What follows belongs to an exercise in optimizing a design on an open flow for small area, a short achievable clock period and few clock cycles per item; a production flow would make more cautious choices. Only simulation tests tie the RTL to the original design; equivalence was not proved.

Setup of Q:
==> flow/design.v (excerpt) <==
module sha256_engine (
    input  wire         clk,
    input  wire         rst,         
    input  wire         in_valid,
    output wire         in_ready,
    input  wire         in_first,    
    input  wire [511:0] in_block,
    output wire         out_valid,
    input  wire         out_ready,
    output wire [255:0] out_digest
);
Size in the first run: ~6100 cells after synthesis, roughly 780 I/O pins, about 62000 sq um of cells after synthesis.
make LEC_CHECK=0 CAP_MARGIN=20 CORE_MARGIN=2 CORE_UTILIZATION=40 SETUP_SLACK_MARGIN=5 SLEW_MARGIN=20 finish   # period 10.0 ns
run.sh (not shown) runs the stock make flow with config.mk's settings and CLKGATE_MAP_FILE= SYNTH_SCRIPT=/design/flow/synth_recipe.tcl, a recipe that flattens the netlist after the stock synthesis.
Testbench counts of Q, summed over its fixed seeds: cycles 61,584, items 960.
Input changes introduced in P (baseline for comparison: Q):
- clearing SETUP_SLACK_MARGIN, which used to be 5
==> comparison <==
- No stage failed in P, and the final checks on the layout all came back clean.
- Time the worst path needs with I/O delays and setup: P vs Q up 970 ps
- The lower post-place setup slack came out of Q.
- Sum of routed wire length over all layers grows slightly when moving from Q to P.
- P -> Q: critical path depth delta 0, exact match


== exp/maple ==
The RTL this note starts from:
==> flow/design.v <==
module sha256_engine (
    input  wire         clk,
    input  wire         rst,         
    input  wire         in_valid,
    output wire         in_ready,
    input  wire         in_first,    
    input  wire [511:0] in_block,
    output wire         out_valid,
    input  wire         out_ready,
    output wire [255:0] out_digest
);
  localparam [255:0] IV = 256'h6a09e667bb67ae853c6ef372a54ff53a510e527f9b05688c1f83d9ab5be0cd19;
  reg        run;          
  reg  [5:0] t;            
  reg        fin;          
  reg        fill_ok;      
  reg        cur_first;    
  reg        ov;           
  reg        spin;         
  reg  [5:0] rot;          
  reg        l61, l62, l63;   
  reg        first_r;      
  reg [31:0]  a, b, c, d, e, f, g, p;
  reg [255:0] hreg;        
  reg [511:0] w;           
  reg [31:0] k_n;
  always @(*) begin
    case (t)
      6'd0: k_n = 32'h71374491; 6'd1: k_n = 32'hb5c0fbcf;
      6'd2: k_n = 32'he9b5dba5; 6'd3: k_n = 32'h3956c25b;
      6'd4: k_n = 32'h59f111f1; 6'd5: k_n = 32'h923f82a4;
      6'd6: k_n = 32'hab1c5ed5; 6'd7: k_n = 32'hd807aa98;
      6'd8: k_n = 32'h12835b01; 6'd9: k_n = 32'h243185be;
      6'd10: k_n = 32'h550c7dc3; 6'd11: k_n = 32'h72be5d74;
      6'd12: k_n = 32'h80deb1fe; 6'd13: k_n = 32'h9bdc06a7;
      6'd14: k_n = 32'hc19bf174; 6'd15: k_n = 32'he49b69c1;
      6'd16: k_n = 32'hefbe4786; 6'd17: k_n = 32'h0fc19dc6;
      6'd18: k_n = 32'h240ca1cc; 6'd19: k_n = 32'h2de92c6f;
      6'd20: k_n = 32'h4a7484aa; 6'd21: k_n = 32'h5cb0a9dc;
      6'd22: k_n = 32'h76f988da; 6'd23: k_n = 32'h983e5152;
      6'd24: k_n = 32'ha831c66d; 6'd25: k_n = 32'hb00327c8;
      6'd26: k_n = 32'hbf597fc7; 6'd27: k_n = 32'hc6e00bf3;
      6'd28: k_n = 32'hd5a79147; 6'd29: k_n = 32'h06ca6351;
      6'd30: k_n = 32'h14292967; 6'd31: k_n = 32'h27b70a85;
      6'd32: k_n = 32'h2e1b2138; 6'd33: k_n = 32'h4d2c6dfc;
      6'd34: k_n = 32'h53380d13; 6'd35: k_n = 32'h650a7354;
      6'd36: k_n = 32'h766a0abb; 6'd37: k_n = 32'h81c2c92e;
      6'd38: k_n = 32'h92722c85; 6'd39: k_n = 32'ha2bfe8a1;
      6'd40: k_n = 32'ha81a664b; 6'd41: k_n = 32'hc24b8b70;
      6'd42: k_n = 32'hc76c51a3; 6'd43: k_n = 32'hd192e819;
      6'd44: k_n = 32'hd6990624; 6'd45: k_n = 32'hf40e3585;
      6'd46: k_n = 32'h106aa070; 6'd47: k_n = 32'h19a4c116;
      6'd48: k_n = 32'h1e376c08; 6'd49: k_n = 32'h2748774c;
      6'd50: k_n = 32'h34b0bcb5; 6'd51: k_n = 32'h391c0cb3;
      6'd52: k_n = 32'h4ed8aa4a; 6'd53: k_n = 32'h5b9cca4f;
      6'd54: k_n = 32'h682e6ff3; 6'd55: k_n = 32'h748f82ee;
      6'd56: k_n = 32'h78a5636f; 6'd57: k_n = 32'h84c87814;
      6'd58: k_n = 32'h8cc70208; 6'd59: k_n = 32'h90befffa;
      6'd60: k_n = 32'ha4506ceb; 6'd61: k_n = 32'hbef9a3f7;
      6'd62: k_n = 32'hc67178f2; default: k_n = 32'h428a2f98;
    endcase
  end
  function [31:0] rotr;
    input [31:0] x;
    input integer n;
    rotr = (x >> n) | (x << (32 - n));
  endfunction
  function [31:0] add_bk;
    input [31:0] x, y;
    reg   [31:0] gg, pp, hp;
    integer lv, i;
    begin
      gg = x & y;
      pp = x ^ y;
      hp = pp;
      for (lv = 0; lv < 5; lv = lv + 1)
        for (i = (2 << lv) - 1; i < 32; i = i + (2 << lv)) begin
          gg[i] = gg[i] | (pp[i] & gg[i - (1 << lv)]);
          pp[i] = pp[i] & pp[i - (1 << lv)];
        end
      for (lv = 3; lv >= 0; lv = lv - 1)
        for (i = (3 << lv) - 1; i < 32; i = i + (2 << lv)) begin
          gg[i] = gg[i] | (pp[i] & gg[i - (1 << lv)]);
          pp[i] = pp[i] & pp[i - (1 << lv)];
        end
      add_bk = hp ^ {gg[30:0], 1'b0};
    end
  endfunction
  function [31:0] maj3;
    input [31:0] x, y, z;
    maj3 = (x & y) | (x & z) | (y & z);
  endfunction
  wire f_fill = ~fin & (t[5:4] == 2'b11);         
  assign in_ready = fin & (~run | fill_ok);
  wire acc    = in_ready & in_valid;
  wire finish = fin & run;
  wire ov_nx  = finish | (ov & ~out_ready);
  reg [5:0] t_nx;
  reg       run_nx, fin_nx;
  always @(*) begin
    t_nx = t; run_nx = run; fin_nx = fin;
    if (fin) begin
      run_nx = acc;
      fin_nx = 1'b0;
      t_nx   = acc ? 6'd0 : 6'd48;
    end else if (spin) begin
    end else if (t == 6'd63) begin
      fin_nx = 1'b1;
    end else if (run | in_valid | (t != 6'd48)) begin
      t_nx = t + 6'd1;
    end
  end
  wire [31:0] big_s1 = rotr(e, 6) ^ rotr(e, 11) ^ rotr(e, 25);
  wire [31:0] ch     = (e & f) ^ (~e & g);
  wire [31:0] big_s0 = rotr(a, 2) ^ rotr(a, 13) ^ rotr(a, 22);
  wire [31:0] maj    = (a & b) ^ (a & c) ^ (b & c);
  wire [31:0] as0 = p ^ ch ^ maj;
  wire [31:0] ac0 = {maj3(p, ch, maj), 1'b0};
  wire [31:0] as1 = as0 ^ ac0 ^ big_s1;
  wire [31:0] ac1 = {maj3(as0, ac0, big_s1), 1'b0};
  wire [31:0] as2 = as1 ^ ac1 ^ big_s0;
  wire [31:0] ac2 = {maj3(as1, ac1, big_s0), 1'b0};
  wire [31:0] a_n = as2 + ac2;
  wire [31:0] es0 = d ^ p ^ ch;
  wire [31:0] ec0 = {maj3(d, p, ch), 1'b0};
  wire [31:0] es1 = es0 ^ ec0 ^ big_s1;
  wire [31:0] ec1 = {maj3(es0, ec0, big_s1), 1'b0};
  wire [31:0] e_n = es1 + ec1;
  wire [31:0] w0  = w[511:480];
  wire [31:0] w1  = w[479:448];
  wire [31:0] w9  = w[223:192];
  wire [31:0] w14 = w[63:32];
  wire [31:0] sm_s0 = rotr(w1, 7) ^ rotr(w1, 18) ^ (w1 >> 3);
  wire [31:0] sm_s1 = rotr(w14, 17) ^ rotr(w14, 19) ^ (w14 >> 10);
  wire [31:0] ws0 = w0 ^ sm_s0 ^ w9;
  wire [31:0] wc0 = {maj3(w0, sm_s0, w9), 1'b0};
  wire [31:0] ws1 = ws0 ^ wc0 ^ sm_s1;
  wire [31:0] wc1 = {maj3(ws0, wc0, sm_s1), 1'b0};
  wire [31:0] w_new = add_bk(ws1, wc1);
  wire [31:0] in_word = in_block[511 - 32*t[3:0] -: 32];
  wire        hstep  = ~spin & (l61 | l62 | l63 | fin);
  wire [31:0] iv_a   = l61 ? IV[159:128] : l62 ? IV[191:160] : l63 ? IV[223:192] : IV[255:224];
  wire [31:0] iv_e   = l61 ? IV[31:0]    : l62 ? IV[63:32]   : l63 ? IV[95:64]   : IV[127:96];
  wire        use_iv = run & cur_first;
  wire [31:0] lane_a = add_bk(use_iv ? iv_a : hreg[159:128], run ? a : 32'h0);
  wire [31:0] lane_e = add_bk(use_iv ? iv_e : hreg[31:0],    run ? e : 32'h0);
  wire [255:0] init = first_r ? IV :
                      {lane_a, hreg[255:160], lane_e, hreg[127:32]};
  wire [31:0] h_nx = fin ? init[31:0] : g;
  wire [31:0] ps0  = h_nx ^ k_n ^ w0;
  wire [31:0] pc0  = {maj3(h_nx, k_n, w0), 1'b0};
  wire [31:0] p_n  = add_bk(ps0, pc0);
  assign out_valid  = ov;
  assign out_digest = hreg;
  always @(posedge clk) begin
    if (rst) begin
      run    <= 1'b0;
      t      <= 6'd48;
      fin    <= 1'b0;
      fill_ok <= 1'b0;
      ov     <= 1'b0;
      spin   <= 1'b0;
      rot    <= 6'd0;
      l61    <= 1'b0;
      l62    <= 1'b0;
      l63    <= 1'b0;
    end else begin
      run    <= run_nx;
      t      <= t_nx;
      fin    <= fin_nx;
      ov     <= ov_nx;
      spin   <= ~fin_nx & (t_nx == 6'd61) & (ov_nx | (spin & (rot != 6'd47)));
      rot    <= spin ? ((rot == 6'd47) ? 6'd0 : rot + 6'd1) : 6'd0;
      if (run & ~fin & (t == 6'd48))
        fill_ok <= in_valid;
      l61    <= ~fin_nx & (t_nx == 6'd61);
      l62    <= ~fin_nx & (t_nx == 6'd62);
      l63    <= ~fin_nx & (t_nx == 6'd63);
    end
    if (f_fill)
      first_r <= in_first;
    if (hstep)
      hreg <= {lane_a, hreg[255:160], lane_e, hreg[127:32]};
    if (acc)
      cur_first <= first_r;
    if (spin) begin
      w <= {w[479:0], w0};
      {a, b, c, d} <= {d, a, b, c};
      {e, f, g} <= {g, e, f};
    end else begin
      w <= {w[479:0], f_fill ? in_word : w_new};
      if (in_ready) begin
        {a, b, c, d} <= init[255:128];
        {e, f, g} <= init[127:32];
      end else begin
        {a, b, c, d} <= {a_n, a, b, c};
        {e, f, g} <= {e_n, e, f};
      end
      p <= p_n;
    end
  end
endmodule
clock: 10.0 ns
lec_check: 0
cap_margin: 20
core_margin: 2
core_utilization: 40
cts_buf_list: sky130_fd_sc_hd__clkbuf_4
cts_cluster_size: 20
setup_slack_margin: 5
slew_margin: 20
tns_end_percent: 5
standard.sh (not shown) runs the stock make flow with config.mk's settings and CLKGATE_MAP_FILE= SYNTH_SCRIPT=/design/flow/synth_recipe.tcl, a recipe that flattens the netlist after the stock synthesis.
==> flow/flow/run.sh <==
#!/bin/bash
# Standard layout, with the smallest buffer on each port.
set -euo pipefail
bash standard.sh "BUFFER_PORTS_ARGS=-buffer_cell sky130_fd_sc_hd__buf_1" finish > standard_flow.log 2>&1
exp/maple finished every stage and its layout cleared the timing, design-rule and antenna checks.
Testbench counts of exp/maple, summed over its fixed seeds: cycles 62,544, items 960.
### exp/maple -> exp/delta
- swapping 40 for 55 in CORE_UTILIZATION
- swapping sky130_fd_sc_hd__clkbuf_4 for sky130_fd_sc_hd__clkbuf_8 in CTS_BUF_LIST
- swapping 20 for 30 in CTS_CLUSTER_SIZE
- swapping 20 for 5 in SLEW_MARGIN
- clearing TNS_END_PERCENT, which used to be 5
- swapping 20 for 5 in CAP_MARGIN
- Summary of exp/delta over exp/maple: global-route wire length before repair shrank by 5.7%, routed wire length per instance has increased, H-tree level count went down, die extent in y has decreased, logic depth of the worst path, buffers included increased 4.
- Of exp/delta and exp/maple, exp/maple shows the higher number of well taps, with exp/delta below it.
- Total die area (higher): exp/maple
What exp/umber does differently from exp/delta at the input level:
- a change of CORE_UTILIZATION from 55 to 40
- a change of CAP_MARGIN from 5 to 20
- a change of SLEW_MARGIN from 5 to 20
- an added TNS_END_PERCENT of 5
--- outcome ---
Diff exp/delta -> exp/umber | count of buffer and inverter cells on the critical path | decrease of 1
Of exp/umber and exp/delta, the run reporting the lower number of global-route vias before repair was exp/umber.
Lower worst setup slack among exp/umber and exp/delta: exp/delta
Row total stage count of the critical path: exp/umber lower / exp/delta higher
Relative to exp/delta, first-pass GRT wire length increased by 5.6% in exp/umber.
Input-level comparison between exp/onyx and exp/umber:
- an added PLACE_DENSITY of 0.75
==> notes.md <==
- exp/onyx — final period utilization 0.87 points higher, exp/umber as reference
- | final net count | exp/umber vs exp/onyx | ≈ equal |
- When exp/onyx is measured against exp/umber, its clock tree buffer count of the final layout turns out 1 higher.
- Measured against each other, exp/onyx and exp/umber differ in initial antenna violation count, the higher figure coming from exp/onyx.
- exp/umber and exp/onyx ended up with roughly the same clock latency reported for the late side of the worst-skew pair.
- Compared with exp/umber, exp/onyx shows a maximum frequency that is about 1.7% lower.
- Max design area across exp/onyx and exp/umber: exp/umber
Here is what was changed in the inputs of exp/yarrow compared with exp/onyx.
- TNS_END_PERCENT: 5 -> unset
- PLACE_DENSITY: 0.75 -> unset
- CTS_BUF_LIST: sky130_fd_sc_hd__clkbuf_8 -> unset
- CTS_CLUSTER_SIZE: 30 -> unset
- SETUP_SLACK_MARGIN: 5 -> unset
==> flow/flow/run.sh <==
#!/bin/bash
# Standard layout, with the smallest buffer on each port and timing repair aimed at a 4 ns period.
set -euo pipefail
bash standard.sh "BUFFER_PORTS_ARGS=-buffer_cell sky130_fd_sc_hd__buf_1" SETUP_SLACK_MARGIN=6 finish > standard_flow.log 2>&1
## What came out
Of exp/onyx and exp/yarrow, exp/yarrow shows the lower sequential share of layout area, with exp/onyx above it. exp/yarrow vs. exp/onyx: final HPWL from detailed placement higher.


// sha256_engine: RTL as listed in full above, without the edits since
Settings: LEC_CHECK=0, CAP_MARGIN=20, CORE_MARGIN=2, CORE_UTILIZATION=40, CTS_BUF_LIST=sky130_fd_sc_hd__clkbuf_8, CTS_CLUSTER_SIZE=30, SETUP_SLACK_MARGIN=5, SLEW_MARGIN=20; clock period 10.0 ns.
==> flow/flow/run.sh <==
#!/bin/bash
# Standard layout, with the smallest buffer on each port.
set -euo pipefail
bash standard.sh "BUFFER_PORTS_ARGS=-buffer_cell sky130_fd_sc_hd__buf_1" finish > standard_flow.log 2>&1
Testbench counts at the start, summed over its fixed seeds: cycles 62,544, items 960.
Change:
CORE_UTILIZATION = 55   (was 40)
Effect: Sequential share of layout area rose by 0.43 points.
Change:
CORE_UTILIZATION = 40   (was 55)
TNS_END_PERCENT = 0   (was default)
Outcome: The new run produced a clean layout; first-iteration DRC count goes up by about 1.3%; synthesized area is unchanged; final cell count goes up by about 7%; sequential share of layout area goes down by 0.39 points; setup slack gains 33 ps.
Change:
GPL_ROUTABILITY_DRIVEN = 0   (was default)
TNS_END_PERCENT = 5   (was 0)
After rerunning: Final cell count came out lower by 0.37%. Setup slack gets worse by 45 ps. Hold slack got worse by 7.1 ps. Via count went up by 0.94%. Die area is unchanged. Synthesized cell count is unchanged. Routed wire length fell by 4.3%. Global-route usage decreases by 1.5 points.


Another version of the RTL of sha256_engine (not shown whole).
For scale: roughly 6000 cells after synthesis, ~1100 flip-flops, roughly 780 I/O pins, about 59000 um^2 of cells after synthesis.
export LEC_CHECK = 0
export CAP_MARGIN = 20
export CORE_MARGIN = 2
export CORE_UTILIZATION = 55
export SETUP_SLACK_MARGIN = 5
export SLEW_MARGIN = 20
create_clock -name core_clock -period 10.0 [get_ports {clk}]
Scripts as last shown in full above: flow/flow/run.sh
The starting point ran to the end with no violations.
Testbench counts at the start, summed over its fixed seeds: cycles 62,544, items 960.
Edit:
==> flow/flow/run.sh (replaced) <==
#!/bin/bash
# Standard layout, with small port buffers and timing repair aimed below the clock period.
set -euo pipefail
bash standard.sh "BUFFER_PORTS_ARGS=-buffer_cell sky130_fd_sc_hd__buf_1" SETUP_SLACK_MARGIN=5 finish > standard_flow.log 2>&1
--- a/flow/config.mk
+++ b/flow/config.mk
@@ -8,5 +8,4 @@
 export CAP_MARGIN = 20
 export CORE_MARGIN = 2
-export CORE_UTILIZATION = 55
-export SETUP_SLACK_MARGIN = 5
+export CORE_UTILIZATION = 40
 export SLEW_MARGIN = 20
Clock skew rose by 0.0093 ns.
Routed wire length rose by 6.1%.
Worst hold slack is about the same.

[re-timing with driven ports]
In the flow no input, the clock included, has a driving cell. The finished layouts below were timed again as built, in two steps. Step 1: set_driving_cell puts a clkbuf_16 on clk and a buf_2 on each other input, an assumption about the parent block. Step 2 moves the port delays by t, midway between the first and last clock arrival at a register: inputs arrive t later, outputs are due t later. That takes back most of the time a late clock gives input paths. a / b / c = ideal ports / drivers / drivers and shift; a / b = the first two.
| run | t (ns) | setup slack, ns | clock arrival spread, ns |
|---|---|---|---|
| Q | 0.817 | 4.908 / 4.908 / 4.351 | 0.043 / 0.043 |
| P | 0.830 | 3.938 / 3.937 / 3.253 | 0.066 / 0.066 |
| exp/maple | 1.232 | 5.034 / 5.034 / 4.362 | 0.136 / 0.136 |
| exp/delta | 0.941 | 5.003 / 5.003 / 4.178 | 0.072 / 0.072 |
| exp/umber | 0.952 | 5.069 / 5.069 / 4.384 | 0.068 / 0.068 |
| exp/onyx | 0.950 | 4.982 / 4.974 / 4.077 | 0.050 / 0.051 |
| exp/yarrow | 0.799 | 5.288 / 5.288 / 5.101 | 0.078 / 0.078 |
| the first run of note 3 | 0.949 | 5.070 / 5.070 / 4.411 | 0.070 / 0.070 |
| the second run of note 3 | 0.941 | 5.003 / 5.003 / 4.178 | 0.072 / 0.072 |
| the third run of note 3 | 0.953 | 5.036 / 5.036 / 4.353 | 0.069 / 0.068 |
| the fourth run of note 3 | 0.953 | 4.991 / 4.983 / 4.394 | 0.048 / 0.048 |
| the first run of note 4 | 0.800 | 4.982 / 4.896 / 4.455 | 0.078 / 0.078 |
| the second run of note 4 | 0.825 | 4.925 / 4.925 / 4.432 | 0.087 / 0.087 |
After both steps setup and hold are still met in every run listed. The setup slack of exp/onyx, which loses most, moves by -0.008 ns with the drivers and by -0.905 ns with both steps.
